Background: an optimization exercise with open tools, aiming at small area, a short achievable clock period and few clock cycles. Do not read the settings as production practice.
The RTL was checked by simulation tests, not by an equivalence proof against the original design.
Power figures rest on the tool's default switching activity, not on a simulated workload.

## constraint.sdc

```tcl
create_clock -name core_clock -period 20.0 [get_ports {clk}]
set_input_delay 4.0000 -clock core_clock [delete_from_list [all_inputs] [get_ports {clk}]]
set_output_delay 4.0000 -clock core_clock [all_outputs]
set_load 0.01 [all_outputs]
```

## flow/run.sh

```bash
#!/bin/bash
set -euo pipefail
bash standard.sh SETUP_SLACK_MARGIN=14 \
  "BUFFER_PORTS_ARGS=-buffer_cell sky130_fd_sc_hd__buf_4" \
  finish 2>&1 | tee flow_make.log
```

## design.v

```verilog
module spindle (
    input  wire        clk,
    input  wire        rst,           
    input  wire        start,         
    output wire        ready,         
    output reg         done,          
    output wire [9:0]  imem_addr,     
    input  wire [27:0] imem_rdata,    
    output reg         mem_req,
    output reg         mem_we,
    output reg  [1:0]  mem_space,     
    output reg  [13:0] mem_addr,
    output reg  [2:0]  mem_wstrb,     
    output wire [31:0] mem_wdata,
    input  wire        mem_ack,
    input  wire [31:0] mem_rdata,
    output reg         aux_valid,
    output reg  [3:0]  aux_code,
    output wire [3:0]  pred,
    output wire        flag_v,
    output wire        flag_dz
);
    localparam OP_NOP   = 6'h00, OP_MOV   = 6'h01, OP_MOVD  = 6'h02, OP_LDK   = 6'h03,
               OP_ADD   = 6'h04, OP_SUB   = 6'h05, OP_ADDS  = 6'h06, OP_SUBS  = 6'h07,
               OP_ADDI  = 6'h08, OP_NEG   = 6'h09, OP_MUL   = 6'h0A, OP_DIV   = 6'h0B,
               OP_ADDD  = 6'h0C, OP_SUBD  = 6'h0D, OP_ADDDS = 6'h0E, OP_SUBDS = 6'h0F,
               OP_NEGD  = 6'h10, OP_DIVD  = 6'h11, OP_MAC   = 6'h12, OP_MACD  = 6'h13,
               OP_LDA   = 6'h14, OP_CLRA  = 6'h15, OP_RNDC  = 6'h16,
               OP_SHL   = 6'h17, OP_SHR   = 6'h18, OP_SAR   = 6'h19, OP_SAL   = 6'h1A,
               OP_SHLD  = 6'h1B, OP_SHRD  = 6'h1C, OP_SARD  = 6'h1D, OP_SALD  = 6'h1E,
               OP_AND   = 6'h1F, OP_OR    = 6'h20, OP_XOR   = 6'h21,
               OP_CMP   = 6'h22, OP_CMPD  = 6'h23, OP_PLOG  = 6'h24, OP_TSTF  = 6'h25,
               OP_CLRF  = 6'h26,
               OP_LDL   = 6'h27, OP_STL   = 6'h28, OP_LDLD  = 6'h29, OP_STLD  = 6'h2A,
               OP_LDB   = 6'h2B, OP_STB   = 6'h2C, OP_LDBD  = 6'h2D, OP_STBD  = 6'h2E,
               OP_IN    = 6'h2F, OP_IND   = 6'h30, OP_OUT   = 6'h31, OP_OUTD  = 6'h32,
               OP_AUXRQ = 6'h37, OP_END   = 6'h3F;
    localparam M_INIT = 2'd0, M_IDLE = 2'd1, M_RUN = 2'd2;
    localparam R_SUM = 3'd0, R_IMM = 3'd1, R_MUL = 3'd2, R_SH = 3'd3, R_LOG = 3'd4,
               R_LD  = 3'd5, R_DSP = 3'd6;
    reg [13:0] w [0:15];
    reg [56:0] acc;          
    reg [3:0]  p;
    reg        v, dz;
    reg [1:0]  mode;
    reg [2:0]  icnt;         
    reg [9:0]  faddr;        
    reg        bv;           
    reg [9:0]  npc;          
    reg        dv;
    reg [27:0] ir_d;
    reg [2:0]  rd_pa, rd_pb;         
    reg        rd_ahi, rd_bhi;       
    reg        rd_adw, rd_bdw;       
    reg        rd_rndc;              
    reg        ev;
    reg [27:0] ir;
    reg [27:0] XA, YB;               
    reg [3:0]  e_g;
    reg        e_xs_a, e_xs_d;            
    reg        e_ys_b, e_ys_i, e_ys_w, e_ys_q;    
    reg        e_inva, e_invb;            
    reg        e_invx, e_invy, e_cin, e_sat14, e_sat28, e_we_w, e_we_d;
    reg [2:0]  e_rsel;
    reg        e_rndc, e_div, e_divd, e_mac, e_macd, e_mul, e_load, e_lda;
    reg        e_sh, e_accw;              
    reg        e_rpre;                    
    reg        e_two;                     
    reg        e_s2w;                     
    reg        rup_r, rfit_r, rsgn_r;     
    reg        e_frev, e_frev2, e_fil, e_fil2, e_fz14, e_foreg;
    reg [4:0]  e_off, e_off2;
    reg [2:0]  st;           
    reg        s2, s2_hi, s2_sat;    
    reg        bg;           
    reg [14:0] m_x;          
    reg [13:0] m_y;          
    reg [27:0] sr, sq;       
    reg [4:0]  dk, dcnt;     
    reg        dqneg, daneg, dspec, dbz, dovf, dazero;
    reg        qb_r;        
    reg        rdy;
    assign ready     = rdy;
    assign imem_addr = faddr;
    assign pred      = p;
    assign flag_v    = v;
    assign flag_dz   = dz;
    assign mem_wdata = {m_x[3:0], m_x[13:0], m_y};
    wire run  = (mode == M_RUN);
    wire init = (mode == M_INIT);
    wire [5:0] bop = imem_rdata[27:22];
    wire [3:0] bfd = imem_rdata[21:18];
    wire [3:0] bfA = imem_rdata[17:14];
    wire [3:0] bfB = imem_rdata[13:10];
    wire b_store = (bop == OP_STL) || (bop == OP_STLD) || (bop == OP_STB) || (bop == OP_STBD) ||
                   (bop == OP_OUT) || (bop == OP_OUTD);
    wire b_adw = (bop == OP_MOVD) || (bop >= OP_ADDD && bop <= OP_NEGD) || (bop == OP_DIVD) ||
                 (bop == OP_MACD) || (bop == OP_LDA) || (bop >= OP_SHLD && bop <= OP_SALD) ||
                 (bop == OP_CMPD);
    wire b_bdw = (bop >= OP_ADDD && bop <= OP_SUBDS) || (bop == OP_DIVD) || (bop == OP_CMPD) ||
                 (bop == OP_STLD) || (bop == OP_STBD) || (bop == OP_OUTD);
    wire [3:0] bfBs = b_store ? bfd : bfB;
    wire [5:0] dop  = ir_d[27:22];
    wire [5:0] dfx  = ir_d[5:0];
    wire d_form_i = (dop == OP_ADDI) || (dop >= OP_LDL && dop <= OP_STLD);
    wire d_form_l = (dop == OP_LDK)  || (dop >= OP_LDB && dop <= OP_OUTD);
    wire d_load   = (dop == OP_LDL) || (dop == OP_LDLD) || (dop == OP_LDB) || (dop == OP_LDBD) ||
                    (dop == OP_IN)  || (dop == OP_IND);
    wire d_store  = (dop == OP_STL) || (dop == OP_STLD) || (dop == OP_STB) || (dop == OP_STBD) ||
                    (dop == OP_OUT) || (dop == OP_OUTD);
    wire d_shl    = (dop == OP_SHL) || (dop == OP_SAL) || (dop == OP_SHLD) || (dop == OP_SALD);
    wire d_sh     = (dop >= OP_SHL && dop <= OP_SALD);
    wire [3:0] d_g = d_form_i ? ir_d[13:10] : (d_form_l ? ir_d[17:14] : ir_d[9:6]);
    reg       c_ys_b, c_ys_i, c_ys_w;
    reg       c_invx, c_invy, c_cin, c_sat14, c_sat28, c_we_w, c_we_d;
    reg [2:0] c_rsel;
    always @(*) begin
        c_ys_b = 1'b1; c_ys_i = 1'b0; c_ys_w = 1'b0;
        c_invx = 1'b0; c_invy = 1'b0; c_cin = 1'b0;
        c_sat14 = 1'b0; c_sat28 = 1'b0; c_we_w = 1'b0; c_we_d = 1'b0; c_rsel = R_SUM;
        case (dop)
            OP_MOV:           begin c_ys_b = 1'b0; c_we_w = 1'b1; end
            OP_MOVD:          begin c_ys_b = 1'b0; c_we_d = 1'b1; end
            OP_LDK:           begin c_rsel = R_IMM; c_we_w = 1'b1; end
            OP_ADD:           begin c_we_w = 1'b1; end
            OP_SUB:           begin c_invy = 1'b1; c_cin = 1'b1; c_we_w = 1'b1; end
            OP_ADDS:          begin c_sat14 = 1'b1; c_we_w = 1'b1; end
            OP_SUBS:          begin c_invy = 1'b1; c_cin = 1'b1; c_sat14 = 1'b1; c_we_w = 1'b1; end
            OP_ADDI:          begin c_ys_b = 1'b0; c_ys_i = 1'b1; c_we_w = 1'b1; end
            OP_NEG:           begin c_ys_b = 1'b0; c_invx = 1'b1; c_cin = 1'b1; c_sat14 = 1'b1; c_we_w = 1'b1; end
            OP_MUL:           begin c_rsel = R_MUL; c_we_d = 1'b1; end
            OP_ADDD:          begin c_we_d = 1'b1; end
            OP_SUBD:          begin c_invy = 1'b1; c_cin = 1'b1; c_we_d = 1'b1; end
            OP_ADDDS:         begin c_sat28 = 1'b1; c_we_d = 1'b1; end
            OP_SUBDS:         begin c_invy = 1'b1; c_cin = 1'b1; c_sat28 = 1'b1; c_we_d = 1'b1; end
            OP_NEGD:          begin c_ys_b = 1'b0; c_invx = 1'b1; c_cin = 1'b1; c_sat28 = 1'b1; c_we_d = 1'b1; end
            OP_RNDC:          begin c_ys_b = 1'b0; c_ys_w = 1'b1; c_sat28 = 1'b1; c_we_d = 1'b1; end
            OP_SHL, OP_SHR, OP_SAR, OP_SAL:      begin c_rsel = R_SH; c_we_w = 1'b1; end
            OP_SHLD, OP_SHRD, OP_SARD, OP_SALD:  begin c_rsel = R_SH; c_we_d = 1'b1; end
            OP_AND, OP_OR, OP_XOR:               begin c_rsel = R_LOG; c_we_w = 1'b1; end
            OP_CMP, OP_CMPD:  begin c_invy = 1'b1; c_cin = 1'b1; end
            OP_LDL, OP_STL, OP_LDLD, OP_STLD:    begin c_ys_b = 1'b0; c_ys_i = 1'b1; end
            OP_DIV, OP_DIVD:  begin c_ys_b = 1'b0; end
            default: ;
        endcase
        if (d_load) c_rsel = R_LD;
    end
    reg       c_frev, c_frev2, c_fil, c_fil2, c_fz14, c_foreg;
    reg [4:0] c_off, c_off2;
    always @(*) begin
        c_frev = 1'b0; c_frev2 = 1'b0; c_fil = 1'b0; c_fil2 = 1'b0; c_fz14 = 1'b0;
        c_foreg = 1'b0; c_off = dfx[4:0]; c_off2 = 5'd0;
        if (d_sh) begin
            c_foreg = !dfx[5];
            c_frev  = d_shl;
            c_fil   = (dop == OP_SAR) || (dop == OP_SARD);
            c_fz14  = (dop == OP_SHR);
        end
        if (dop == OP_LDA) begin
            c_frev = 1'b1;                            
            if (dfx[4:0] <= 5'd28) begin              
                c_fil2 = 1'b1;
                c_off2 = 5'd28 - dfx[4:0];
            end else begin                            
                c_frev2 = 1'b1;
                c_off2  = dfx[4:0] - 5'd28;
            end
        end
    end
    wire [5:0]  op    = ir[27:22];
    wire [3:0]  fd    = ir[21:18];
    wire [3:0]  fA    = ir[17:14];
    wire [3:0]  fB    = ir[13:10];
    wire [5:0]  fx    = ir[5:0];
    wire [9:0]  imm10 = ir[9:0];
    wire [13:0] imm14 = ir[13:0];
    wire is_end   = (op == OP_END);
    wire is_aux   = (op == OP_AUXRQ);
    function [4:0] lzs28;
        input [27:0] x;
        reg   [31:0] v;
        reg   [15:0] z2;
        reg   [7:0]  z4;
        reg   [3:0]  z8;
        reg   [1:0]  z16;
        reg   [4:0]  n;
        integer j;
        begin
            v = {x[26:0] ^ {27{x[27]}}, 5'b11111};
            for (j = 0; j < 16; j = j + 1) z2[j] = !(v[2*j+1] || v[2*j]);
            for (j = 0; j < 8; j = j + 1)  z4[j] = z2[2*j+1] && z2[2*j];
            for (j = 0; j < 4; j = j + 1)  z8[j] = z4[2*j+1] && z4[2*j];
            for (j = 0; j < 2; j = j + 1)  z16[j] = z8[2*j+1] && z8[2*j];
            n[4] = z16[1];
            n[3] = z8[{!n[4], 1'b1}];
            n[2] = z4[{!n[4], !n[3], 1'b1}];
            n[1] = z2[{!n[4], !n[3], !n[2], 1'b1}];
            n[0] = !v[{!n[4], !n[3], !n[2], !n[1], 1'b1}];
            lzs28 = n;
        end
    endfunction
    wire guard = (e_g == 4'h0) || (e_g[3] && (p[e_g[1:0]] ^ e_g[2]));
    wire [13:0] wA = XA[13:0];
    wire [13:0] wB = YB[13:0];
    wire [4:0]  za = lzs28(XA);      
    wire [4:0]  zb = lzs28(YB);
    wire a_zero = (za == 5'd27) && !XA[27];
    wire       f_rev  = e_frev;
    wire [4:0] f_off  = rpre_ok ? ir_d[4:0] : (e_foreg ? YB[4:0] : e_off);
    wire [27:0] f_x   = e_div ? sq : XA;
    wire       f_fill = e_fil && XA[27];
    wire [27:0] f_xr  = {e_fz14 ? 14'd0 : f_x[27:14], f_x[13:0]};
    reg  [27:0] f_xrev;
    integer k;
    always @(*) for (k = 0; k < 28; k = k + 1) f_xrev[k] = f_x[27 - k];
    wire [58:0] f_in  = (e_rndc || rpre_ok) ? {{3{acc[55]}}, acc[55:0]} :
                        f_rev  ? {31'd0, f_xrev} :
                                 {{31{f_fill}}, f_xr};
    wire [58:0] f_sh  = f_in >> f_off;
    wire [27:0] win   = f_sh[27:0];
    reg  [27:0] win_rev;
    always @(*) for (k = 0; k < 28; k = k + 1) win_rev[k] = win[27 - k];
    wire [27:0] f_out = f_rev ? win_rev : win;
    wire [4:0]  s_imm = fx[4:0];
    wire        rpre_ok = dv && rd_rndc && !s2 && !bg &&
                          !(ev && (e_sh || e_lda || e_accw || e_mac || e_rndc || e_div));
    wire [4:0]  s_rnd = rpre_ok ? ir_d[4:0] : fx[4:0];
    wire [29:0] acc_lo_or;       
    genvar gi;
    generate
        for (gi = 0; gi < 30; gi = gi + 1) begin : g_or
            if (gi == 0) begin : g0
                assign acc_lo_or[0] = acc[0];
            end else begin : gn
                assign acc_lo_or[gi] = acc_lo_or[gi-1] | acc[gi];
            end
        end
    endgenerate
    wire [55:27] acc_top_eq;     
    generate
        for (gi = 55; gi >= 27; gi = gi - 1) begin : g_eq
            if (gi == 55) begin : g55
                assign acc_top_eq[55] = 1'b1;
            end else begin : gn
                assign acc_top_eq[gi] = acc_top_eq[gi+1] & (acc[gi] == acc[55]);
            end
        end
    endgenerate
    wire [31:0] fits_s, up_s;
    generate
        for (gi = 0; gi < 32; gi = gi + 1) begin : g_rs
            if (gi + 27 >= 55) begin : gf1
                assign fits_s[gi] = 1'b1;
            end else begin : gf0
                assign fits_s[gi] = acc_top_eq[gi + 27];
            end
            if (gi == 0) begin : gu0
                assign up_s[gi] = 1'b0;
            end else if (gi == 1) begin : gu1
                assign up_s[gi] = acc[0] && acc[1];
            end else begin : gun
                assign up_s[gi] = acc[gi - 1] && (acc_lo_or[gi - 2] || acc[gi]);
            end
        end
    endgenerate
    wire        r_fits = fits_s[s_rnd];
    wire        r_up   = up_s[s_rnd];
    wire [27:0] qmask;
    generate
        for (gi = 0; gi < 28; gi = gi + 1) begin : g_m
            assign qmask[gi] = (gi <= dk);
        end
    endgenerate
    wire        d_st2 = e_div && (st == 3'd2);
    wire        d_st3 = e_div && (st == 3'd3);
    wire        d_st4 = e_div && (st == 3'd4);
    wire [27:0] ax = (XA & {28{e_xs_a}}) | ({sr[26:0], qb_r} & {28{e_xs_d}});
    wire [27:0] ay = (YB  & {28{e_ys_b}}) |
                     ({{18{imm10[9]}}, imm10} & {28{e_ys_i}}) |
                     ((sq & qmask) & {28{e_ys_q}}) |
                     (sr & {28{e_ys_w}});
    wire inv_a = e_inva && XA[27];
    wire inv_b = e_invb && !YB[27];
    wire invx  = e_invx || inv_a;
    wire invy  = e_invy || inv_b;
    wire cin   = e_cin || inv_a || inv_b || (e_rndc && rup_r);
    wire [27:0] axi = ax ^ {28{invx}};
    wire [27:0] ayi = ay ^ {28{invy}};
    wire [28:0] asum = {1'b0, axi} + {1'b0, ayi} + {28'd0, cin};
    wire [27:0] sum  = asum[27:0];
    wire        cout = asum[28];
    wire        ovf28 = (axi[27] == ayi[27]) && (sum[27] != axi[27]);
    wire        ovf14 = (sum[14] != sum[13]);
    wire        s_eq  = (XA == YB);
    wire        s_lts = axi[27] ^ ayi[27] ^ cout;
    wire        s_ltu = !cout;
    reg         m_lo, m_hi;      
    wire [16:0] bm1 = {{2{m_x[14]}}, m_x};       
    wire [16:0] bm2 = {m_x[14], m_x, 1'b0};      
    wire [14:0] by  = {m_y, 1'b0};               
    reg  [28:0] pp [0:7];
    reg  [16:0] b_sel;
    reg         b_one, b_two, b_neg;
    integer bi;
    always @(*) begin
        pp[7] = 29'h0AAB0000;                     
        for (bi = 0; bi < 7; bi = bi + 1) begin
            b_neg = by[2*bi+2];
            b_one = by[2*bi+1] ^ by[2*bi];
            b_two = (by[2*bi+2] & ~by[2*bi+1] & ~by[2*bi]) | (~by[2*bi+2] & by[2*bi+1] & by[2*bi]);
            b_sel = (b_one ? bm1 : (b_two ? bm2 : 17'd0)) ^ {17{b_neg}};
            pp[bi] = {12'd0, ~b_sel[16], b_sel[15:0]} << (2*bi);
            pp[7][2*bi] = b_neg;
        end
    end
    function [57:0] csa;         
        input [28:0] a, b, c;
        begin
            csa = {((a & b) | (a & c) | (b & c)) << 1, a ^ b ^ c};
        end
    endfunction
    wire [57:0] t1a = csa(pp[0], pp[1], pp[2]);
    wire [57:0] t1b = csa(pp[3], pp[4], pp[5]);
    wire [57:0] t2a = csa(t1a[28:0], t1a[57:29], t1b[28:0]);
    wire [57:0] t2b = csa(t1b[57:29], pp[6], pp[7]);
    wire [57:0] t3  = csa(t2a[28:0], t2a[57:29], t2b[28:0]);
    wire [57:0] t4  = csa(t3[28:0], t3[57:29], t2b[57:29]);
    wire [28:0] prod = t4[28:0] + t4[57:29];
    wire [41:0] pm   = s2_hi ? {sq[27:0], 14'd0} : {{14{sq[27]}}, sq};
    wire [57:0] msum = {acc[56], acc} + {{16{pm[41]}}, pm};
    wire        movf = s2_sat && (msum[57:55] != 3'b000) && (msum[57:55] != 3'b111);
    wire [56:0] mval = movf ? (msum[57] ? {2'b11, 55'd0} : {2'b00, {55{1'b1}}}) : msum[56:0];
    reg rel_r;
    always @(*) begin
        case (fx[2:0])
            3'd0: rel_r = s_eq;
            3'd1: rel_r = !s_eq;
            3'd2: rel_r = s_lts;
            3'd3: rel_r = !s_lts;
            3'd4: rel_r = !s_lts && !s_eq;
            3'd5: rel_r = s_lts || s_eq;
            3'd6: rel_r = s_ltu;
            default: rel_r = !s_ltu;
        endcase
    end
    wire pa_b = p[fA[1:0]];
    wire pb_b = p[fB[1:0]];
    reg  plog_r;
    always @(*) begin
        case (fx[2:0])
            3'd0: plog_r = pa_b & pb_b;
            3'd1: plog_r = pa_b | pb_b;
            3'd2: plog_r = pa_b ^ pb_b;
            3'd3: plog_r = pa_b & ~pb_b;
            3'd4: plog_r = ~pa_b;
            3'd5: plog_r = 1'b0;
            3'd6: plog_r = 1'b1;
            default: plog_r = pa_b;
        endcase
    end
    wire       d_aneg = XA[27];
    wire       d_bneg = YB[27];
    wire       d_bz   = (YB == 28'd0);
    wire       d_ovf  = e_divd ? (XA == 28'h8000000 && YB == 28'hFFFFFFF)
                               : (XA[13:0] == 14'h2000 && YB[13:0] == 14'h3FFF);
    wire [6:0] d_k    = {2'b00, zb} - {2'b00, za} + {6'd0, d_aneg};    
    wire       d_early = d_k[6];                                        
    wire [4:0] d_kc   = (d_k[5:0] > 6'd27) ? 5'd27 : d_k[4:0];
    wire memstall = mem_req && !mem_ack;
    reg        e_done;        
    reg        done_next;     
    always @(*) begin
        e_done = 1'b1;
        done_next = 1'b1;
        if (e_macd) begin
            e_done = (st != 3'd0) || !guard || d_bgok;
        end else if (e_two) begin
            e_done = (st != 3'd0);
        end else if (e_rndc) begin
            e_done = (st != 3'd0) || e_rpre;
            done_next = (st != 3'd0) || !s2;
        end else if (e_s2w) begin
            e_done = !s2;
        end else if (e_div) begin
            case (st)
                3'd0:    e_done = !guard;
                3'd1:    e_done = dspec;
                3'd4:    e_done = 1'b1;
                default: e_done = 1'b0;
            endcase
            done_next = (st == 3'd0) || (st == 3'd3);
        end
    end
    wire e_go     = run && ev && !memstall;          
    wire commit   = e_go && e_done;
    wire step     = e_go && !e_done;                 
    wire a_exec   = run && ev && guard;
    wire exec     = a_exec && e_done;
    wire e_accept = run && (!ev || commit);
    reg        p_wv;                     
    always @(*) begin
        case (op)
            OP_CMP, OP_CMPD: p_wv = rel_r;
            OP_PLOG:         p_wv = plog_r;
            default:         p_wv = fx[0] ? dz : v;
        endcase
    end
    wire       e_pw = (op == OP_CMP) || (op == OP_CMPD) || (op == OP_PLOG) || (op == OP_TSTF);
    wire [3:0] p_nx;                     
    genvar pi;
    generate
        for (pi = 0; pi < 4; pi = pi + 1) begin : g_pnx
            assign p_nx[pi] = (exec && e_pw && fd[1:0] == pi) ? p_wv : p[pi];
        end
    endgenerate
    wire d_mem    = d_load || d_store;
    wire d_mst    = d_store || dop == OP_MUL || dop == OP_MAC || dop == OP_MACD;
    wire d_bgok   = !dv || !(d_mst || dop == OP_RNDC || dop == OP_TSTF || dop == OP_LDA ||
                             dop == OP_CLRA || dop == OP_DIV || dop == OP_DIVD ||
                             dop == OP_CLRF || dop == OP_END);
    wire d_ldl    = (dop >= OP_LDL && dop <= OP_STLD);
    wire d_afwd   = rd_ahi ? (fa_ow || fa_od) : fa_el;
    wire d_guard  = (d_g == 4'h0) || (d_g[3] && (p_nx[d_g[1:0]] ^ d_g[2]));
    wire d_mem_ok = !memstall && !(ev && is_end) && !(d_ldl && d_afwd);
    wire d_move   = e_accept && dv && (!d_mem || d_mem_ok);
    wire issue_d  = d_move && d_mem && d_guard;
    wire d_fin    = run && dv && (dop == OP_END) && e_accept && !s2_next;
    wire d_free   = !dv || d_move;
    wire take     = run && d_free && bv;
    wire bg_start = a_exec && e_macd && (st == 3'd0) && d_bgok;
    wire s2_next  = (a_exec && e_mac) || bg;
    wire b_bgok   = !(b_store || bop == OP_MUL || bop == OP_MAC || bop == OP_MACD || bop == OP_RNDC ||
                      bop == OP_TSTF || bop == OP_LDA || bop == OP_CLRA || bop == OP_DIV ||
                      bop == OP_DIVD || bop == OP_CLRF || bop == OP_END);
    wire d_single = !(dop == OP_LDA || (dop == OP_MACD && take && !b_bgok) || dop == OP_MUL ||
                      dop == OP_DIV || dop == OP_DIVD ||
                      (dop == OP_RNDC && !rpre_ok) || (s2_next && dop == OP_TSTF));
    wire ev_n     = e_accept ? d_move : ev;
    wire e_fin_n  = e_accept ? d_single : done_next;    
    wire dv_n     = take || (dv && !d_move);
    wire pt       = !dv_n || !ev_n || e_fin_n;
    wire [9:0] npc1   = npc + 10'd1;
    wire [9:0] npc2   = npc + 10'd2;
    wire       eq0    = (faddr == npc);
    wire       eq1    = (faddr == npc1);
    wire       bv_n   = take ? eq1 : eq0;
    wire [9:0] fa_n   = take ? ((eq1 && pt) ? npc2 : npc1) : ((eq0 && pt) ? npc1 : npc);
    reg [2:0] rsel;
    reg       we_w, we_d;        
    reg [3:0] widx;
    always @(*) begin
        rsel = e_rsel; we_w = e_we_w; we_d = e_we_d; widx = fd;
        if (e_mul) we_d = (st != 3'd0);
        if (e_load) begin
            we_w = mem_req && (op == OP_LDL || op == OP_LDB || op == OP_IN);
            we_d = mem_req && (op == OP_LDLD || op == OP_LDBD || op == OP_IND);
        end
        if (e_div) begin
            case (st)
                3'd1: begin rsel = R_DSP; we_d = dspec; end
                3'd3: begin we_w = !e_divd; we_d = e_divd; widx = {fd[2:0], 1'b0}; end
                3'd4: begin we_w = !e_divd; widx = {fd[2:0], 1'b1}; end
                default: ;
            endcase
        end
    end
    wire        r_sign  = e_rndc ? (rfit_r ? axi[27] : rsgn_r) : (e_sat14 ? sum[14] : axi[27]);
    wire        sat_on  = (e_sat14 && ovf14) || (e_sat28 && (ovf28 || (e_rndc && !rfit_r)));
    wire [27:0] satv    = e_sat14 ? {14'd0, r_sign ? 14'h2000 : 14'h1FFF}
                                  : (r_sign ? 28'h8000000 : 28'h7FFFFFF);
    wire [27:0] sumres  = sat_on ? satv : sum;
    wire [4:0] s_reg = fx[5] ? fx[4:0] : wB[4:0];
    wire sal14_ovf = !a_zero && ({1'b0, s_reg} + 6'd13 >= {1'b0, za});
    wire sal28_ovf = !a_zero && (s_reg > za);
    wire lda_ovf   = !a_zero && ({1'b0, s_imm} >= {1'b0, za} + 6'd29);
    reg [13:0] logres;
    always @(*) begin
        case (op)
            OP_AND:  logres = wA & wB;
            OP_OR:   logres = wA | wB;
            default: logres = wA ^ wB;
        endcase
    end
    wire        in_p1 = (op == OP_IN) && (imm14[13:12] == 2'b01);
    wire        in_p2 = (op == OP_IN) && (imm14[13:12] == 2'b10);
    wire [27:0] ldres = {mem_rdata[27:14],
                         in_p1 ? mem_rdata[27:14] : (in_p2 ? {10'd0, mem_rdata[31:28]} : mem_rdata[13:0])};
    wire [13:0] dsp_q14 = dbz ? (dazero ? 14'd0 : (daneg ? 14'h2000 : 14'h1FFF))
                              : (dovf ? 14'h1FFF : 14'd0);
    wire [27:0] dsp_q28 = dbz ? (dazero ? 28'd0 : (daneg ? 28'h8000000 : 28'h7FFFFFF))
                              : (dovf ? 28'h7FFFFFF : 28'd0);
    wire [27:0] dspres  = e_divd ? dsp_q28 : {(dovf && !dbz) ? 14'd0 : XA[13:0], dsp_q14};
    reg [27:0] res;
    always @(*) begin
        case (rsel)
            R_IMM:   res = {14'd0, imm14};
            R_MUL:   res = sq;
            R_SH:    res = f_out;
            R_LOG:   res = {14'd0, logres};
            R_LD:    res = ldres;
            R_DSP:   res = dspres;
            default: res = sumres;
        endcase
    end
    reg vset;
    always @(*) begin
        vset = 1'b0;
        case (op)
            OP_ADDS, OP_SUBS, OP_NEG, OP_ADDDS, OP_SUBDS, OP_NEGD, OP_RNDC: vset = sat_on;
            OP_SAL:  vset = sal14_ovf;
            OP_SALD: vset = sal28_ovf;
            OP_LDA:  vset = (st == 3'd0) && lda_ovf;
            OP_DIV, OP_DIVD: vset = (st == 3'd1) && dspec && !dbz && dovf;
            default: ;
        endcase
    end
    wire [27:0] wres  = init ? 28'd0 : res;
    wire [13:0] wodd  = (we_d || init) ? wres[27:14] : wres[13:0];
    wire        f_en  = run && ev && guard && (e_done || d_st3);
    wire        f_w   = f_en && we_w;
    wire        f_d   = f_en && we_d;
    wire        wr_w  = f_w && !memstall;
    wire        wr_d  = f_d && !memstall;
    integer i;
    always @(posedge clk) begin
        for (i = 0; i < 16; i = i + 1) begin
            if ((init && icnt == i[3:1]) ||
                (wr_w && widx == i[3:0]) ||
                (wr_d && fd[2:0] == i[3:1]))
                w[i] <= i[0] ? wodd : wres[13:0];
        end
    end
    wire fa_el  = (f_w && widx == {rd_pa, 1'b0}) || (f_d && fd[2:0] == rd_pa);   
    wire fa_ow  = (f_w && widx == {rd_pa, 1'b1});                                 
    wire fa_od  = (f_d && fd[2:0] == rd_pa);                                      
    wire fb_el  = (f_w && widx == {rd_pb, 1'b0}) || (f_d && fd[2:0] == rd_pb);
    wire fb_ow  = (f_w && widx == {rd_pb, 1'b1});
    wire fb_od  = (f_d && fd[2:0] == rd_pb);
    wire [13:0] ra_lo = fa_el ? res[13:0] : w[{rd_pa, 1'b0}];
    wire [13:0] ra_hi = fa_ow ? res[13:0] : (fa_od ? res[27:14] : w[{rd_pa, 1'b1}]);
    wire [13:0] rb_lo = fb_el ? res[13:0] : w[{rd_pb, 1'b0}];
    wire [13:0] rb_hi = fb_ow ? res[13:0] : (fb_od ? res[27:14] : w[{rd_pb, 1'b1}]);
    wire [13:0] rwa   = (rd_adw || !rd_ahi) ? ra_lo : ra_hi;
    wire [13:0] rwb   = (rd_bdw || !rd_bhi) ? rb_lo : rb_hi;
    wire [27:0] XA_n  = {rd_adw ? ra_hi : {14{rwa[13]}}, rwa};
    wire [27:0] YB_n  = {rd_bdw ? rb_hi : {14{rwb[13]}}, rwb};
    always @(posedge clk) begin
        if (take) begin
            ir_d   <= imem_rdata;
            rd_pa  <= b_adw ? bfA[2:0] : bfA[3:1];
            rd_pb  <= b_bdw ? bfBs[2:0] : bfBs[3:1];
            rd_ahi <= bfA[0];
            rd_bhi <= bfBs[0];
            rd_adw <= b_adw;
            rd_rndc <= (bop == OP_RNDC);
            rd_bdw <= b_bdw;
        end
        if (d_move) begin
            ir      <= ir_d;
            XA      <= XA_n;
            YB      <= YB_n;
            e_g     <= d_g;
            e_xs_a  <= (dop != OP_RNDC);
            e_xs_d  <= 1'b0;
            e_ys_b  <= c_ys_b;
            e_ys_i  <= c_ys_i;
            e_ys_w  <= c_ys_w;
            e_ys_q  <= 1'b0;
            e_inva  <= (dop == OP_DIV) || (dop == OP_DIVD);
            e_invb  <= 1'b0;
            e_invx  <= c_invx;
            e_invy  <= c_invy;
            e_cin   <= c_cin;
            e_sat14 <= c_sat14;
            e_sat28 <= c_sat28;
            e_we_w  <= c_we_w;
            e_we_d  <= c_we_d;
            e_rsel  <= c_rsel;
            e_rndc  <= (dop == OP_RNDC);
            e_rpre  <= rpre_ok;
            e_sh    <= (dop >= OP_SHL && dop <= OP_SALD);
            e_accw  <= (dop == OP_CLRA) || (dop == OP_LDA) || (dop == OP_DIVD);
            e_div   <= (dop == OP_DIV) || (dop == OP_DIVD);
            e_divd  <= (dop == OP_DIVD);
            e_mac   <= (dop == OP_MAC) || (dop == OP_MACD);
            e_macd  <= (dop == OP_MACD);
            e_mul   <= (dop == OP_MUL);
            e_load  <= d_load;
            e_lda   <= (dop == OP_LDA);
            e_two   <= (dop == OP_LDA) || (dop == OP_MACD) || (dop == OP_MUL);
            e_s2w   <= (dop == OP_TSTF);
            e_frev  <= c_frev;
            e_frev2 <= c_frev2;
            e_fil   <= c_fil;
            e_fil2  <= c_fil2;
            e_fz14  <= c_fz14;
            e_foreg <= c_foreg;
            e_off   <= c_off;
            e_off2  <= c_off2;
        end else if (step) begin
            if (st == 3'd0 && (e_lda || e_div)) begin
                e_frev  <= e_frev2;
                e_fil   <= e_fil2;
                e_foreg <= 1'b0;
                e_off   <= e_div ? d_kc + 5'd1 : e_off2;
            end
            if (e_div) begin
                case (st)
                    3'd0: begin                       
                        e_xs_a <= 1'b0; e_xs_d <= 1'b1; e_ys_b <= 1'b1;
                        e_inva <= 1'b0; e_invb <= 1'b1;
                    end
                    3'd2: if (dcnt == 5'd0) begin     
                        e_xs_d <= 1'b0; e_ys_b <= 1'b0; e_ys_q <= 1'b1;
                        e_invb <= 1'b0; e_invy <= dqneg; e_cin <= dqneg;
                    end
                    3'd3: begin                       
                        e_ys_q <= 1'b0; e_ys_w <= 1'b1;
                        e_invy <= daneg; e_cin <= daneg;
                    end
                    default: ;
                endcase
            end
        end
        if (d_move) begin
            m_lo <= (dop == OP_MACD);
            m_hi <= 1'b0;
        end else if (step && m_lo) begin
            m_lo <= 1'b0;
            m_hi <= 1'b1;
        end
        if (d_move && d_mst) begin
            m_x  <= d_store ? {1'b0, rd_bdw ? rb_hi : rwb} :
                              {XA_n[14] && (dop != OP_MACD), XA_n[13:0]};
            m_y  <= YB_n[13:0];
        end else if ((step && m_lo) || bg_start) begin
            m_x  <= {XA[27], XA[27:14]};
        end
    end
    always @(posedge clk) begin
        if (rst) begin
            mode      <= M_INIT;
            rdy       <= 1'b0;
            icnt      <= 3'd0;
            faddr     <= 10'd0;
            bv        <= 1'b0;
            npc       <= 10'd0;
            dv        <= 1'b0;
            ev        <= 1'b0;
            st        <= 3'd0;
            s2        <= 1'b0;
            bg        <= 1'b0;
            p         <= 4'd0;
            done      <= 1'b0;
            mem_req   <= 1'b0;
            aux_valid <= 1'b0;
        end else begin
            done      <= 1'b0;
            aux_valid <= 1'b0;
            s2        <= s2_next;
            bg        <= bg_start;
            if (init) begin
                icnt <= icnt + 3'd1;
                if (icnt == 3'd7) begin
                    mode <= M_IDLE;
                    rdy  <= 1'b1;
                end
            end
            if (mode == M_IDLE && start) begin
                mode  <= M_RUN;
                rdy   <= 1'b0;
                npc   <= 10'd0;
                dv    <= 1'b0;
                ev    <= 1'b0;
                bv    <= 1'b1;
                faddr <= 10'd1;
            end
            if (run) begin
                bv    <= bv_n;
                npc   <= take ? npc1 : npc;
                faddr <= fa_n;
                dv    <= dv_n;
                ev    <= ev_n;
                if (e_accept) st <= 3'd0;
                if ((commit && is_end) || d_fin) begin
                    done  <= 1'b1;
                    mode  <= M_IDLE;
                    rdy   <= 1'b1;
                    dv    <= 1'b0;
                    ev    <= 1'b0;
                    faddr <= 10'd0;
                end
            end
            if (step) begin
                if (e_two || (e_rndc && !s2)) st <= 3'd1;
                if (e_div) begin
                    case (st)
                        3'd0: st <= 3'd1;
                        3'd1: st <= 3'd2;
                        3'd2: if (dcnt == 5'd0) st <= 3'd3;
                        3'd3: st <= 3'd4;
                        default: ;
                    endcase
                end
            end
            if (mem_req && mem_ack) mem_req <= 1'b0;
            if (issue_d) mem_req <= 1'b1;
            p <= p_nx;
            if (exec && is_aux) aux_valid <= 1'b1;
        end
    end
    always @(posedge clk) begin
        if (issue_d) begin
            mem_we    <= d_store;
            mem_space <= dq_space;
            mem_addr  <= dq_addr;
            mem_wstrb <= dq_strb;
        end
        if (exec && is_aux) aux_code <= fx[3:0];
    end
    wire [13:0] dl_wa = rd_ahi ? w[{rd_pa, 1'b1}] : w[{rd_pa, 1'b0}];
    reg  [1:0]  dq_space;
    reg  [13:0] dq_addr;
    reg  [2:0]  dq_strb;
    always @(*) begin
        dq_space = 2'd0;
        dq_addr  = {5'd0, dl_wa[8:0] + ir_d[8:0]};
        dq_strb  = 3'b001;
        case (dop)
            OP_STLD:                  dq_strb = 3'b011;
            OP_LDB, OP_LDBD, OP_STB:  begin dq_space = 2'd1; dq_addr = ir_d[13:0]; end
            OP_STBD:                  begin dq_space = 2'd1; dq_addr = ir_d[13:0]; dq_strb = 3'b011; end
            OP_IN, OP_IND:            begin dq_space = 2'd2; dq_addr = {2'd0, ir_d[11:0]}; end
            OP_OUT:                   begin dq_space = 2'd3; dq_addr = {2'd0, ir_d[11:0]};
                                            dq_strb = (ir_d[13:12] == 2'b00) ? 3'b001 :
                                                      (ir_d[13:12] == 2'b01) ? 3'b010 : 3'b100; end
            OP_OUTD:                  begin dq_space = 2'd3; dq_addr = {2'd0, ir_d[11:0]}; dq_strb = 3'b011; end
            default: ;
        endcase
    end
    wire clr_v  = exec && (op == OP_CLRF) && fx[0];
    wire clr_dz = exec && (op == OP_CLRF) && fx[1];
    always @(posedge clk) begin
        if (mode == M_IDLE && start) begin
            v  <= 1'b0;
            dz <= 1'b0;
        end else if (run) begin
            v  <= !clr_v && (v || (s2 && movf) ||
                   (a_exec && vset && (e_done || (e_lda && st == 3'd0))));
            dz <= !clr_dz && (dz || (a_exec && e_div && st == 3'd1 && dspec && dbz));
        end
    end
    always @(posedge clk) begin
        if (init) begin
            acc <= 57'd0;
        end else begin
            if (s2) acc <= mval;
            if (a_exec) begin
                if (op == OP_CLRA) acc <= 57'd0;
                if (e_lda) begin
                    if (st == 3'd0) acc[27:0] <= f_out;
                    else if (lda_ovf) acc <= XA[27] ? {2'b11, 55'd0} : {2'b00, {55{1'b1}}};
                    else acc[56:28] <= {f_out[27], f_out};
                end
                if (e_divd && st == 3'd1 && dspec)
                    acc <= (dovf && !dbz) ? 57'd0 : {{29{XA[27]}}, XA};
                if (e_divd && st == 3'd4)
                    acc <= {{29{sum[27]}}, sum};
            end
        end
    end
    always @(posedge clk) begin
        if (a_exec && (e_mac || (e_mul && st == 3'd0) || (e_div && st <= 3'd2)))
            sq <= !e_div ? prod[27:0] : ((st == 3'd0) ? sum : {sq[26:0], cout && st[1]});
        if (a_exec && e_div) qb_r <= sq[dk];
        if (a_exec && (e_mac || (e_mul && st == 3'd0))) begin
            s2_hi  <= m_hi;
            s2_sat <= !m_lo;
        end
        if (bg) begin
            sq     <= prod[27:0];
            s2_hi  <= 1'b1;
            s2_sat <= 1'b1;
        end
        if ((a_exec && e_rndc && st == 3'd0 && !s2 && !e_rpre) || rpre_ok) begin
            sr     <= win;
            rup_r  <= r_up;
            rfit_r <= r_fits;
            rsgn_r <= acc[55];
        end
        if (a_exec && e_div) begin
            case (st)
                3'd0: begin
                    dk     <= d_kc;
                    dcnt   <= d_kc;
                    dqneg  <= d_aneg ^ d_bneg;
                    daneg  <= d_aneg;
                    dspec  <= d_bz || d_ovf || d_early;
                    dbz    <= d_bz;
                    dovf   <= d_ovf;
                    dazero <= a_zero;
                end
                3'd1: sr <= win;
                3'd2: begin
                    sr   <= cout ? sum : ax;
                    dcnt <= dcnt - 5'd1;
                end
                default: ;
            endcase
        end
    end
endmodule
```

## standard.sh

```bash
#!/bin/bash
# synth_recipe.tcl (not shown) runs the flow's synth.tcl, then flattens the netlist and writes it again
# the make line also repeats each setting of config.mk as NAME=value (left out here)
make -C /OpenROAD-flow-scripts/flow DESIGN_CONFIG=/design/flow/config.mk WORK_HOME=/design/flow/orfs CLKGATE_MAP_FILE= SYNTH_SCRIPT=/design/flow/synth_recipe.tcl "${@:-finish}"
```

## config.mk

```make
export PLATFORM = sky130hd
export DESIGN_NAME = spindle
export DESIGN_NICKNAME = spindle
export VERILOG_FILES = /design/flow/design.v
export SDC_FILE = /design/flow/constraint.sdc
export NUM_CORES = 8
export LEC_CHECK = 0
export ABC_AREA = 1
export CAP_MARGIN = 20
export CORE_MARGIN = 2
export CORE_UTILIZATION = 50
export SLEW_MARGIN = 20
export TNS_END_PERCENT = 30
```

==> impl_metrics.toml, run 1 <==
[setup_path]
crit_slowest_cell = "a31oi_4"
r2r_slack_ns = 13.59
critPathArrivalTime_ns = 6.84
critPathLaunch = "YB[27]"
critPathCaptureType = "flop"
crit_path_end = "e_off[3]"
path_depth = 35
cpMostUsedCell = "nor2_4"
r2r_cells = 35
crit_buf_inv = 7
crit_type = "reg2reg"
crit_fanout = 6
cp_top_family = "compound AO/OA/AOI/OAI gates"
startpoint_type = "flop"
timing.rr.start = "YB[27]"
slowest_delay_ns = 0.50
cp.required_ns = 20.43
r2r-end = "e_off[3]"

[cts]
htreeDepth = 3
clockRootBuffer = "clkbuf_16"
cts.path.max_buffers = 3
hold_buffers = 0
cts_sinks = 640
cts_tree = "yes"
numCtsBuffers = 75
insertion_delay_ns = 0.71
clkTransAtPathRegs_ns = 0.06

[global_route]
grt_util_all_layers_pct = 49.5
grt_pass1_vias = 59437
grt_overflow = 0
grt_max_degree = 87
grt_pass1_wl_microns = 419000
antenna_found_initial = 31

[yosys]
synth_area_leaders = "edfxtp_1 (26%), nand2_1 (14%), o21ai_0 (6.7%)"
synth_cell_types = 77
yosysMostFrequentCell = "nand2_1"
syn_area_per_cell_sq_um = 6.93
synth_nets = 8634
netlist_instances = 8257
postSynthRegisterBits = 640
synth_top_area_cell = "edfxtp_1"
synth-main-ff-cell = "edfxtp_1"
synth_commonest_cells = "nand2_1 (2,199), inv_1 (881), o21ai_0 (760)"
netlist_area_sq_um = 57200
yosysWarnings = 3
synth_edf_count = 494
async_flop_share_pct = 0
synth_top_area_share_pct = 25.9
ys_seq_area_share_pct = 31.1

[routing]
drc_errors = 0
wirelength_microns = 303000
wl_per_cell_microns = 30.4
drt_first_iter_violations = 11043
via_count = 65793
via_per_inst = 6.60
drt_pass1_iterations = 9
ant_nets = 0

[floorplanning]
dieWidth_microns = 342
dieArea_sq_um = 117000
die_y_microns = 342
start_util_pct = 50.2
core_sq_um = 114000
std_cell_rows = 124
ios = 140

[power_and_ir_drop]
p_switching_mw = 0.805
p_sw_share_pct = 25.4
p_int_mw = 2.37
power.density_nw_per_um2 = 48.3
p_seq_share_pct = 46.7
p_leak_nw = 28.8
ir_drop_mv = 0.0776
p_comb_share_pct = 6.1
p_clk_share_pct = 47.2

[sta]
final_max_slew_viol_count = 0
relSlewSlack_pct = 14.1
final.period_utilization_pct = 32.1
fmax_mhz = 156
setup_tns_ns = 0
tightest_slew_ns = 1.28
rsz0062_at_grt = "yes"
setup_viol_count_final = 0
fin_crit_ns = 6.41
hold_viol = 0
skew_ns = 0.0438

[status]
status = "timing/DRC/antenna clean"

[min_path]
hp-start = "c_ys_i"
hold_path_class = "reg2reg"

[finish]
multi_input_area_sq_um = 35700
drive_gt1_share_pct = 11.3
nFillCells = 10605
postLayoutCellArea_sq_um = 65700
fin_cells = 9974
area_growth_pct = 14.9
nets = 8756
ff_latch_area_sq_um = 17800

[placed_design]
place.gp.congestion = 1.15
post_dp_cell_area_sq_um = 59800
io_buffers = 139
dp_hpwl_microns = 225000
dp.cells = 9636

[run]
max-cap-violations = 0
[how the worst min path moves through the flow]
stage	to	slack (ns)	cells past startpoint
after floorplan	e_invx	0.39	0
after global placement	e_sat28	0.39	0
after detailed placement	e_ys_i	0.39	0
after CTS	e_ys_i	0.40	0
after global routing	e_we_d	0.41	0
final	e_ys_i	0.40	0
[registers in the layout, summed over array words and instances, names as in the netlist, 5 cells and up, named ones only]
signal,cells
w,224
ir,26
dcnt,5
m_y,14
XA,28
dk,5
mem_addr,14
acc,57
m_x,15
YB,28
e_off2,5
ir_d,28
sq,28
faddr,10
npc,10
sr,28
e_off,5
[final cells by class]
cell class | instances | area share (%)
multi-input cells | 6280 | 54.3
flip-flops and latches | 640 | 27.0
repair buffers | 456 | 6.14
inverters | 922 | 5.49
clock buffers | 91 | 3.02
well taps | 1512 | 2.88
clock inverters | 47 | 0.967
diodes | 22 | 0.0838
repair inverters | 4 | 0.0647
[metrics by stage]
stage	setup WS, ns	total power, mW	hold WS [ns]	util, %
after floorplan	13.98	1.60	0.386	-
after global placement	11.73	1.68	0.386	52.5
after detailed placement	11.76	1.68	0.389	52.5
after CTS	13.89	3.15	0.400	56.2
after global routing	13.33	3.22	0.407	57.7
final	13.59	3.17	0.402	57.7
[cell usage in the layout (no fill, tap or decap), drive strengths merged, types with 51 or more instances in the layout]
cell,count
o22ai,96
xnor2,72
nor3,92
nor2,524
o21ai,791
a221oi,51
clkbuf,97
nand4,83
xor2,234
a21oi,554
dfxtp,146
buf,447
nand2,2214
o211ai,73
nand3,661
inv,892
edfxtp,494
a22oi,60
fa,76
ha,237
[power groups by stage]
| stage | combinational [mW] | sequential [mW] | clock [mW] |
|---|---|---|---|
| finish | 0.193 | 1.48 | 1.50 |
| CTS | 0.179 | 1.48 | 1.49 |
| detailed placement | 0.175 | 1.51 | 0 |
| global placement | 0.174 | 1.51 | 0 |
| global route | 0.201 | 1.48 | 1.53 |
| floorplan | 0.0949 | 1.50 | 0 |
[worst reg2reg max path: cells and delay by family, from the launching register on]
family / cells / cell delay (ns)
XOR/XNOR: 3 / 0.50
AO/OA/AOI/OAI: 11 / 1.92
adder cells (fa/ha/maj): 2 / 0.70
buffers and inverters: 7 / 0.89
AND/OR/NAND/NOR: 12 / 1.67
flip-flops: 1 / 0.49
[timing repair]
item	CTS	global route
pin swaps	45	75
resized for setup	221	212
endpoints found under the setup margin	538	443
cloned	13	10
setup buffers	83	72
[kinds of logic after synthesis]
kind of cell | Yosys count | synth area share (%)
AOI/OAI and AO/OA | 1928 | 19.7
muxes | 14 | 0.247
buffers and inverters | 1346 | 9.20
adders and majority gates | 313 | 7.85
DFF | 640 | 31.1
xor gates and xnor gates | 306 | 4.69
and+or+nand+nor | 3710 | 27.2
[layer usage]
metal  wire [microns]  vias to the layer above  track usage, %
met5              157                        -               0
met4            30700                       22            39.4
met3            43200                     1483            16.5
met2           125000                     5586            72.5
met1           105000                    30299            59.4
li1                 -                    28403               -
Testbench counts, summed over its fixed seeds: cycles 34,386.
==> run 2: changes to the inputs <==
--- a/design.v
+++ b/design.v
@@ -273,5 +273,3 @@
     endgenerate
-    wire        d_st2 = e_div && (st == 3'd2);
-    wire        d_st3 = e_div && (st == 3'd3);
-    wire        d_st4 = e_div && (st == 3'd4);
+    wire        d_stq = e_div && (st == 3'd4);    
     wire [27:0] ax = (XA & {28{e_xs_a}}) | ({sr[26:0], qb_r} & {28{e_xs_d}});
@@ -387,6 +385,6 @@
                 3'd1:    e_done = dspec;
-                3'd4:    e_done = 1'b1;
+                3'd5:    e_done = 1'b1;
                 default: e_done = 1'b0;
             endcase
-            done_next = (st == 3'd0) || (st == 3'd3);
+            done_next = (st == 3'd0) || (st == 3'd4);
         end
@@ -460,4 +458,4 @@
                 3'd1: begin rsel = R_DSP; we_d = dspec; end
-                3'd3: begin we_w = !e_divd; we_d = e_divd; widx = {fd[2:0], 1'b0}; end
-                3'd4: begin we_w = !e_divd; widx = {fd[2:0], 1'b1}; end
+                3'd4: begin we_w = !e_divd; we_d = e_divd; widx = {fd[2:0], 1'b0}; end
+                3'd5: begin we_w = !e_divd; widx = {fd[2:0], 1'b1}; end
                 default: ;
@@ -518,3 +516,3 @@
     wire [13:0] wodd  = (we_d || init) ? wres[27:14] : wres[13:0];
-    wire        f_en  = run && ev && guard && (e_done || d_st3);
+    wire        f_en  = run && ev && guard && (e_done || d_stq);
     wire        f_w   = f_en && we_w;
@@ -600,3 +598,3 @@
         end else if (step) begin
-            if (st == 3'd0 && (e_lda || e_div)) begin
+            if (st == 3'd0 && e_lda) begin
                 e_frev  <= e_frev2;
@@ -604,3 +602,9 @@
                 e_foreg <= 1'b0;
-                e_off   <= e_div ? d_kc + 5'd1 : e_off2;
+                e_off   <= e_off2;
+            end
+            if (st == 3'd1 && e_div) begin
+                e_frev  <= 1'b0;
+                e_fil   <= 1'b0;
+                e_foreg <= 1'b0;
+                e_off   <= dk + 5'd1;
             end
@@ -608,3 +612,3 @@
                 case (st)
-                    3'd0: begin                       
+                    3'd1: begin                       
                         e_xs_a <= 1'b0; e_xs_d <= 1'b1; e_ys_b <= 1'b1;
@@ -612,3 +616,3 @@
                     end
-                    3'd2: if (dcnt == 5'd0) begin     
+                    3'd3: if (dcnt == 5'd0) begin     
                         e_xs_d <= 1'b0; e_ys_b <= 1'b0; e_ys_q <= 1'b1;
@@ -616,3 +620,3 @@
                     end
-                    3'd3: begin                       
+                    3'd4: begin                       
                         e_ys_q <= 1'b0; e_ys_w <= 1'b1;
@@ -699,4 +703,5 @@
                         3'd1: st <= 3'd2;
-                        3'd2: if (dcnt == 5'd0) st <= 3'd3;
-                        3'd3: st <= 3'd4;
+                        3'd2: st <= 3'd3;
+                        3'd3: if (dcnt == 5'd0) st <= 3'd4;
+                        3'd4: st <= 3'd5;
                         default: ;
@@ -766,3 +771,3 @@
                     acc <= (dovf && !dbz) ? 57'd0 : {{29{XA[27]}}, XA};
-                if (e_divd && st == 3'd4)
+                if (e_divd && st == 3'd5)
                     acc <= {{29{sum[27]}}, sum};
@@ -772,4 +777,4 @@
     always @(posedge clk) begin
-        if (a_exec && (e_mac || (e_mul && st == 3'd0) || (e_div && st <= 3'd2)))
-            sq <= !e_div ? prod[27:0] : ((st == 3'd0) ? sum : {sq[26:0], cout && st[1]});
+        if (a_exec && (e_mac || (e_mul && st == 3'd0) || (e_div && (st == 3'd0 || st == 3'd2 || st == 3'd3))))
+            sq <= !e_div ? prod[27:0] : ((st == 3'd0) ? sum : {sq[26:0], cout && st[0]});
         if (a_exec && e_div) qb_r <= sq[dk];
@@ -794,3 +799,2 @@
                     dk     <= d_kc;
-                    dcnt   <= d_kc;
                     dqneg  <= d_aneg ^ d_bneg;
@@ -802,4 +806,5 @@
                 end
-                3'd1: sr <= win;
-                3'd2: begin
+                3'd1: dcnt <= dk;
+                3'd2: sr <= win;
+                3'd3: begin
                     sr   <= cout ? sum : ax;
--- a/config.mk
+++ b/config.mk
@@ -8,6 +8,6 @@
 export ABC_AREA = 1
-export CAP_MARGIN = 20
+export CAP_MARGIN = 30
 export CORE_MARGIN = 2
 export CORE_UTILIZATION = 50
-export SLEW_MARGIN = 20
+export SLEW_MARGIN = 25
 export TNS_END_PERCENT = 30
==> impl_metrics.toml, run 2 <==
[power_and_ir_drop]
p_clk_share_pct = 44.6
p_switching_mw = 0.917
ir_drop_mv = 0.0832
p_leak_nw = 29.8
power.density_nw_per_um2 = 49.5
p_int_mw = 2.38
p_comb_share_pct = 10.4
p_sw_share_pct = 27.8
p_seq_share_pct = 44.9

[routing]
drt_pass1_iterations = 10
wl_per_cell_microns = 29.4
via_count = 66056
ant_nets = 0
wirelength_microns = 299000
drc_errors = 0
drt_first_iter_violations = 12234
via_per_inst = 6.49

[setup_path]
crit_type = "reg2reg"
crit_slowest_cell = "edfxtp_1"
critPathArrivalTime_ns = 6.66
startpoint_type = "flop"
cp.required_ns = 20.62
slowest_delay_ns = 0.80
critPathCaptureType = "flop"
cpMostUsedCell = "nand2_1"
crit_fanout = 15

[floorplanning]
dieWidth_microns = 344
dieArea_sq_um = 119000
core_sq_um = 115000
die_y_microns = 344
ios = 140
start_util_pct = 50.5
std_cell_rows = 124

[yosys]
netlist_instances = 8414
syn_area_per_cell_sq_um = 6.89
yosysMostFrequentCell = "nand2_1"
synth_top_area_cell = "edfxtp_1"
yosysWarnings = 3
netlist_area_sq_um = 58000
synth_cell_types = 77
synth_edf_count = 494
synth_area_leaders = "edfxtp_1 (26%), nand2_1 (15%), inv_1 (6.1%)"
postSynthRegisterBits = 640
ys_seq_area_share_pct = 30.6
synth-main-ff-cell = "edfxtp_1"
synth_top_area_share_pct = 25.6
async_flop_share_pct = 0
synth_nets = 8793
synth_commonest_cells = "nand2_1 (2,353), inv_1 (946), o21ai_0 (673)"

[finish]
nFillCells = 10809
layout_common_cells = "nand2_1 (2,299), inv_1 (913), nand3_1 (644), o21ai_0 (619), edfxtp_1 (494)"
top_regs = "w: 224 flops, acc: 57 flops"
fin_util_pct = 58.1
area_growth_pct = 14.9
drive_gt1_share_pct = 11.9
top_register = "w"
nets = 8971
fin_cells = 10180
largest_reg_flops = 224
final_common_cell = "nand2_1"
postLayoutCellArea_sq_um = 66600

[cts]
clockRootBuffer = "clkbuf_16"
insertion_delay_ns = 0.75
cts_tree = "yes"
clkTransAtPathRegs_ns = 0.06
cts.path.max_buffers = 3
cts_sinks = 640
htreeDepth = 3
hold_buffers = 0
numCtsBuffers = 75

[sta]
relSlewSlack_pct = 18.8
setup_ws_ns = 13.96
skew_ns = 0.0627
rsz0062_at_grt = "yes"
fmax_mhz = 166
setup_tns_ns = 0
final_max_slew_viol_count = 0
tightest_slew_ns = 1.21
hold_viol = 0
setup_viol_count_final = 0
fin_crit_ns = 6.04
final.period_utilization_pct = 30.2

[placed_design]
dp.cells = 9802
place.gp.congestion = 1.15
place_ws_ns = 11.95
dp_hpwl_microns = 224000
post_dp_cell_area_sq_um = 60600
io_buffers = 139

[global_route]
use_met2_pct = 66.3
grt_pass1_vias = 57573
met3_usage_pct = 18.1
grt_util_all_layers_pct = 47.9
antenna_found_initial = 26
grt_max_degree = 80
grt_overflow = 0
top_usage_layer = "met2"
grt.met1_usage_pct = 62.3
grt_pass1_wl_microns = 410000

[min_path]
hold_path_class = "reg2reg"

[status]
status = "timing/DRC/antenna clean"

[run]
max-cap-violations = 0
run 2: cell count changes in the layout (fill, tap and decap cells not counted), moves of 14 or more:
cell / before / now
nand2_2: 30 / 50
buf_4: 398 / 449
o211ai_1: 73 / 113
a21oi_1: 524 / 452
o21ai_0: 696 / 619
o22ai_1: 93 / 125
a211oi_1: 38 / 24
inv_1: 849 / 913
a22oi_1: 60 / 76
nand2_1: 2158 / 2299
run 2: metal layers:
| metal | part of all wire, % | vias up | wire length, microns |
|---|---|---|---|
| met5 | 0.081 | - | 241 |
| met4 | 8.2 | 30 | 24600 |
| met3 | 16 | 1163 | 47300 |
| met2 | 39 | 5341 | 118000 |
| met1 | 36 | 30656 | 109000 |
| li1 | - | 28866 | - |
run 2: final timing paths:
check	start	to	slack [ns]	cells after the start
setup / recovery	XA[11]	acc[56]	13.96	33
hold / removal	c_invx	e_invx	0.40	0
setup reg to reg	XA[11]	acc[56]	13.96	33
hold reg to reg	c_invx	e_invx	0.40	0
run 2: worst max-delay path, delay by kind of cell, from the launching register on:
family / cells / cell delay [ns]
AO/OA/AOI/OAI: 5 / 1.05
adder cells (fa/ha/maj): 2 / 0.54
buffers and inverters: 6 / 1.12
flip-flops: 1 / 0.80
AND/OR/NAND/NOR: 20 / 2.39
run 2: final cells by class:
cell class / count / area, sq um / area share (%)
diodes: 14 / 35.0 / 0.0526
clock buffers: 93 / 1970 / 2.96
clock inverters: 46 / 613 / 0.920
inverters: 996 / 3870 / 5.81
multi-input cells: 6361 / 36100 / 54.1
flip-flops and latches: 640 / 17800 / 26.7
well taps: 1512 / 1890 / 2.84
repair buffers: 514 / 4390 / 6.58
repair inverters: 4 / 30.0 / 0.0451
run 2: stage by stage:
step | power (mW) | hold slack [ns]
2_1_floorplan | 1.66 | 0.386
3_3_place_gp | 1.81 | 0.387
3_5_place_dp | 1.81 | 0.389
4_1_cts | 3.26 | 0.403
5_1_grt | 3.34 | 0.409
6_report | 3.30 | 0.402
run 2: cell families (layout without fill, tap and decap cells):
group / count (synthesis) / in the layout / synth area share (%)
AND/OR/NAND/NOR: 3842 / 3853 / 27.7
AO/OA/AOI/OAI: 1869 / 1869 / 19.3
buffers and inverters: 1424 / 1653 / 9.64
flip-flops: 640 / 640 / 30.6
adder cells (fa/ha/maj): 315 / 315 / 7.79
XOR/XNOR: 308 / 308 / 4.65
multiplexers: 16 / 16 / 0.278
other: 0 / 14 / 0
run 2: what timing repair did:
item | CTS | global route
cloned | 7 | 16
setup endpoints to repair | 539 | 481
resized for setup | 139 | 267
buffers inserted | 37 | 158
pin swaps | 16 | 101
run 2: power by group through the flow:
| stage | registers, mW | clock network, mW | logic (mW) |
|---|---|---|---|
| 2_1_floorplan | 1.50 | 0 | 0.161 |
| 3_3_place_gp | 1.51 | 0 | 0.302 |
| 3_5_place_dp | 1.51 | 0 | 0.304 |
| 4_1_cts | 1.48 | 1.46 | 0.314 |
| 5_1_grt | 1.48 | 1.51 | 0.352 |
| 6_report | 1.48 | 1.47 | 0.344 |
Testbench counts of run 2, summed over its fixed seeds: cycles 34,592.
==> run 3: changes to the inputs <==
--- a/design.v
+++ b/design.v
@@ -72,2 +72,4 @@
     reg [4:0]  e_off, e_off2;
+    reg        e_fsq;                     
+    reg        e_fun;                     
     reg [2:0]  st;           
@@ -208,4 +210,5 @@
     wire       f_rev  = e_frev;
-    wire [4:0] f_off  = rpre_ok ? ir_d[4:0] : (e_foreg ? YB[4:0] : e_off);
-    wire [27:0] f_x   = e_div ? sq : XA;
+    wire       f_dr   = dv && rd_rndc && !(ev && e_fun);     
+    wire [4:0] f_off  = f_dr ? ir_d[4:0] : (e_foreg ? YB[4:0] : e_off);
+    wire [27:0] f_x   = e_fsq ? sq : XA;
     wire       f_fill = e_fil && XA[27];
@@ -215,3 +218,3 @@
     always @(*) for (k = 0; k < 28; k = k + 1) f_xrev[k] = f_x[27 - k];
-    wire [58:0] f_in  = (e_rndc || rpre_ok) ? {{3{acc[55]}}, acc[55:0]} :
+    wire [58:0] f_in  = (e_rndc || f_dr) ? {{3{acc[55]}}, acc[55:0]} :
                         f_rev  ? {31'd0, f_xrev} :
@@ -224,5 +227,5 @@
     wire [4:0]  s_imm = fx[4:0];
-    wire        rpre_ok = dv && rd_rndc && !s2 && !bg &&
+    wire        rpre_ok = f_dr && !s2 && !bg &&
                           !(ev && (e_sh || e_lda || e_accw || e_mac || e_rndc || e_div));
-    wire [4:0]  s_rnd = rpre_ok ? ir_d[4:0] : fx[4:0];
+    wire [4:0]  s_rnd = f_dr ? ir_d[4:0] : fx[4:0];
     wire [29:0] acc_lo_or;       
@@ -325,3 +328,21 @@
     wire [57:0] t4  = csa(t3[28:0], t3[57:29], t2b[57:29]);
-    wire [28:0] prod = t4[28:0] + t4[57:29];
+    function [27:0] ks_add28;
+        input [27:0] a, b;
+        reg [27:0] g, p, gn, pn;
+        integer j, d;
+        begin
+            g = a & b;
+            p = a ^ b;
+            for (d = 1; d < 28; d = d * 2) begin
+                gn = g; pn = p;
+                for (j = d; j < 28; j = j + 1) begin
+                    gn[j] = g[j] | (p[j] & g[j-d]);
+                    pn[j] = p[j] & p[j-d];
+                end
+                g = gn; p = pn;
+            end
+            ks_add28 = (a ^ b) ^ {g[26:0], 1'b0};
+        end
+    endfunction
+    wire [27:0] prod = ks_add28(t4[27:0], t4[56:29]);
     wire [41:0] pm   = s2_hi ? {sq[27:0], 14'd0} : {{14{sq[27]}}, sq};
@@ -514,4 +535,4 @@
     end
-    wire [27:0] wres  = init ? 28'd0 : res;
-    wire [13:0] wodd  = (we_d || init) ? wres[27:14] : wres[13:0];
+    wire [27:0] wres  = res;
+    wire [13:0] wodd  = we_d ? wres[27:14] : wres[13:0];
     wire        f_en  = run && ev && guard && (e_done || d_stq);
@@ -555,3 +576,8 @@
         end
-        if (d_move) begin
+        if (rst) begin
+            ir      <= 28'd0;
+            e_rsel  <= R_IMM;
+            e_div   <= 1'b0;
+            e_we_d  <= 1'b0;
+        end else if (d_move) begin
             ir      <= ir_d;
@@ -597,2 +623,4 @@
             e_off2  <= c_off2;
+            e_fsq   <= 1'b0;
+            e_fun   <= (dop >= OP_SHL && dop <= OP_SALD) || (dop == OP_LDA) || (dop == OP_RNDC && !rpre_ok);
         end else if (step) begin
@@ -604,2 +632,4 @@
             end
+            e_fsq <= (st == 3'd1) && e_div;
+            e_fun <= ((st == 3'd1) && e_div) || ((st == 3'd0) && e_lda) || ((st == 3'd0) && e_rndc && s2);
             if (st == 3'd1 && e_div) begin
==> impl_metrics.toml, run 3 <==
[finish]
largest_reg_flops = 224
postLayoutCellArea_sq_um = 66300
fin_cells = 10103
top_register = "w"
final_common_cell = "nand2_1"
multi_input_area_sq_um = 36200
ff_latch_area_sq_um = 17500
nFillCells = 10779
nets = 8879
top_regs = "w: 224 flops, acc: 57 flops"
area_growth_pct = 15.1
drive_gt1_share_pct = 12.3
layout_common_cells = "nand2_1 (2,262), inv_1 (882), o21ai_0 (792), a21oi_1 (501), nor2_1 (488)"

[routing]
ant_nets = 0
drc_errors = 0
wl_per_cell_microns = 30.8
drt_pass1_iterations = 8
via_count = 66869
via_per_inst = 6.62
drt_first_iter_violations = 11772
wirelength_microns = 311000

[yosys]
yosysWarnings = 3
synth-main-ff-cell = "edfxtp_1"
synth_top_area_share_pct = 24.3
synth_edf_count = 467
netlist_area_sq_um = 57600
synth_commonest_cells = "nand2_1 (2,316), inv_1 (923), o21ai_0 (838)"
postSynthRegisterBits = 642
syn_area_per_cell_sq_um = 6.91
synth_top_area_cell = "edfxtp_1"
async_flop_share_pct = 0
synth_area_leaders = "edfxtp_1 (24%), nand2_1 (15%), o21ai_0 (7.3%)"
synth_cell_types = 81
synth_nets = 8715
ys_seq_area_share_pct = 30.4
yosysMostFrequentCell = "nand2_1"
netlist_instances = 8336

[setup_path]
timing.rr.start = "m_x[13]"
r2r_cells = 18
r2r_slack_ns = 13.96
critPathCaptureType = "flop"
path_cells = "inv_1 -> a21oi_1 -> o21ai_0 -> xor2_1 -> fa_1 -> fa_1 -> fa_1 -> inv_1 -> fa_1 -> ha_1 -> nand2_1 -> o31ai_4 -> a21boi_2 -> o21ai_2 -> nand2_1 -> o21a_1 -> or2_2 -> a32oi_1"
crit_fanout = 9
critPathArrivalTime_ns = 6.55
cpMostUsedCell = "fa_1"
crit_slowest_cell = "edfxtp_1"
cp.required_ns = 20.51
r2r-end = "sq[27]"
slowest_delay_ns = 0.75
startpoint_type = "flop"
crit_type = "reg2reg"

[floorplanning]
ios = 140
std_cell_rows = 124
dieArea_sq_um = 118000
start_util_pct = 50.4
dieWidth_microns = 343
core_sq_um = 114000
die_y_microns = 343

[global_route]
antenna_found_initial = 34
grt_pass1_wl_microns = 426000
grt_util_all_layers_pct = 50.1
grt_max_degree = 62
grt_overflow = 0
grt_pass1_vias = 58872

[sta]
final_max_slew_viol_count = 0
skew_ns = 0.0834
relSlewSlack_pct = 22.4
setup_tns_ns = 0
setup_viol_count_final = 0
fin_crit_ns = 6.04
hold_viol = 0
rsz0062_at_grt = "yes"
fmax_mhz = 166
tightest_slew_ns = 1.16
final.period_utilization_pct = 30.2
setup_ws_ns = 13.96

[cts]
cts_sinks = 642
numCtsBuffers = 76
insertion_delay_ns = 0.73
hold_buffers = 0
cts_tree = "yes"
htreeDepth = 3
cts.path.max_buffers = 3
clkTransAtPathRegs_ns = 0.06
clockRootBuffer = "clkbuf_16"

[power_and_ir_drop]
power.density_nw_per_um2 = 54.9
power_mw = 3.64
ir_drop_mv = 0.0969
p_leak_nw = 29.5

[placed_design]
place_ws_ns = 12.04
post_dp_cell_area_sq_um = 60200
io_buffers = 139
dp_hpwl_microns = 230000
place.gp.congestion = 1.15
dp.cells = 9721

[min_path]
hold_path_class = "reg2reg"
min_path_cells = 0
hp-start = "c_invx"
min_to = "e_invx"

[run]
max-cap-violations = 0

[status]
status = "timing/DRC/antenna clean"
## run 3: cell types whose count changed in the layout (fill, tap and decap cells not counted), sizes merged, moves of 23 or more
cell and delta:
a21oi +55, and2 -23, dfxtp +29, edfxtp -27
inv -43, nand2 -44, nand3 -235, o21ai +179
o22ai -25
## run 3: worst max-delay path by stage
stage | start | end | slack [ns] | depth (start not counted)
after floorplan | mem_ack | e_cin | 13.02 | 12
after global placement | dk[0] | m_x[7] | 12.11 | 32
after detailed placement | m_y[9] | sq[26] | 12.04 | 30
after CTS | YB[27] | dk[0] | 13.78 | 32
after global routing | m_x[13] | sq[27] | 13.72 | 20
final | m_x[13] | sq[27] | 13.96 | 18
## run 3: logic make-up after synthesis
kind of cell	share of synthesized area, %
flops	30.4
simple gates	25.4
fa+ha+maj	7.83
compound gates	21.6
mux	0.315
xor+xnor	4.73
buf+inv	9.67
## run 3: final cells by class
class,instances,area share [%]
clock buffer,94,3.05
timing repair buffer,507,6.50
tap,1512,2.85
sequential,642,26.4
antenna,27,0.102
multi-input combinational,6307,54.5
clock inverter,48,0.852
timing repair inverter,2,0.0189
inverter,964,5.65
## run 3: through the flow
stage | util [%] | hold slack, ns
2_1_floorplan | - | 0.386
3_3_place_gp | 52.5 | 0.386
3_5_place_dp | 52.6 | 0.390
4_1_cts | 55.9 | 0.404
5_1_grt | 58.0 | 0.415
6_report | 58.0 | 0.403
## run 3: worst max-delay path, delay by kind of cell (launching register included)
| family | cells | cell delay [ns] |
|---|---|---|
| fa+ha+maj | 5 | 2.49 |
| compound gates | 7 | 1.32 |
| flops | 1 | 0.75 |
| buf+inv | 2 | 0.51 |
| simple gates | 3 | 0.49 |
| xor+xnor | 1 | 0.28 |
## run 3: layer usage
metal	wire, microns	GRT usage (%)	part of all wire [%]	vias to the layer above
met5	173	0.280	0.056	-
met4	28600	36.0	9.2	20
met3	49500	18.6	16	1349
met2	121000	68.9	39	5808
met1	111000	64.3	36	31065
li1	-	-	-	28627
## run 3: where the power goes
| group | switching, mW | total, mW | internal, mW |
|---|---|---|---|
| clock | 0.669 | 1.48 | 0.815 |
| sequential | 0.0625 | 1.63 | 1.56 |
| combinational | 0.395 | 0.531 | 0.136 |
| total | 1.13 | 3.64 | 2.51 |
## run 3: timing repair
| item | in CTS | in global routing |
|---|---|---|
| buffers inserted | 52 | 128 |
| resized for setup | 187 | 240 |
| endpoints found under the setup margin | 584 | 466 |
| pin swaps | 25 | 85 |
| gates cloned | 12 | 14 |
Testbench counts of run 3, summed over its fixed seeds: cycles 34,592.

==> static timing again, ports no longer ideal <==
The results above use ideal ports. As a check the final layouts listed here were re-extracted and re-timed, cells and wires unchanged. Step 1 sets driving cells, clkbuf_16 on the clock port and buf_2 on the other inputs (assumed; they add their load-dependent delay and slew). Step 2 adds t to the input delays and takes it off the output delays; t is the mean of the earliest and latest rising clock arrival at the registers after step 1. Input paths then give back, and output paths get back, about the clock's delay inside the block. Slacks: ideal ports / drivers / drivers and shift; pairs: ideal ports / drivers.
run	shift t [ns]	setup slack, ns	worst register clock-pin slew, ns	worst data-port slew with drivers (ns)	pins driven straight from the clock port
run 1	0.765	13.589 / 13.589 / 13.179	0.08 / 0.08	0.05	1
run 2	0.799	13.961 / 13.961 / 13.264	0.07 / 0.07	0.04	1
run 3	0.762	13.960 / 13.960 / 13.252	0.07 / 0.07	0.06	1
After both steps every run listed still meets setup and hold. The setup slack of run 3, which loses most, moves by 0.000 ns with the drivers and by -0.708 ns with both steps.
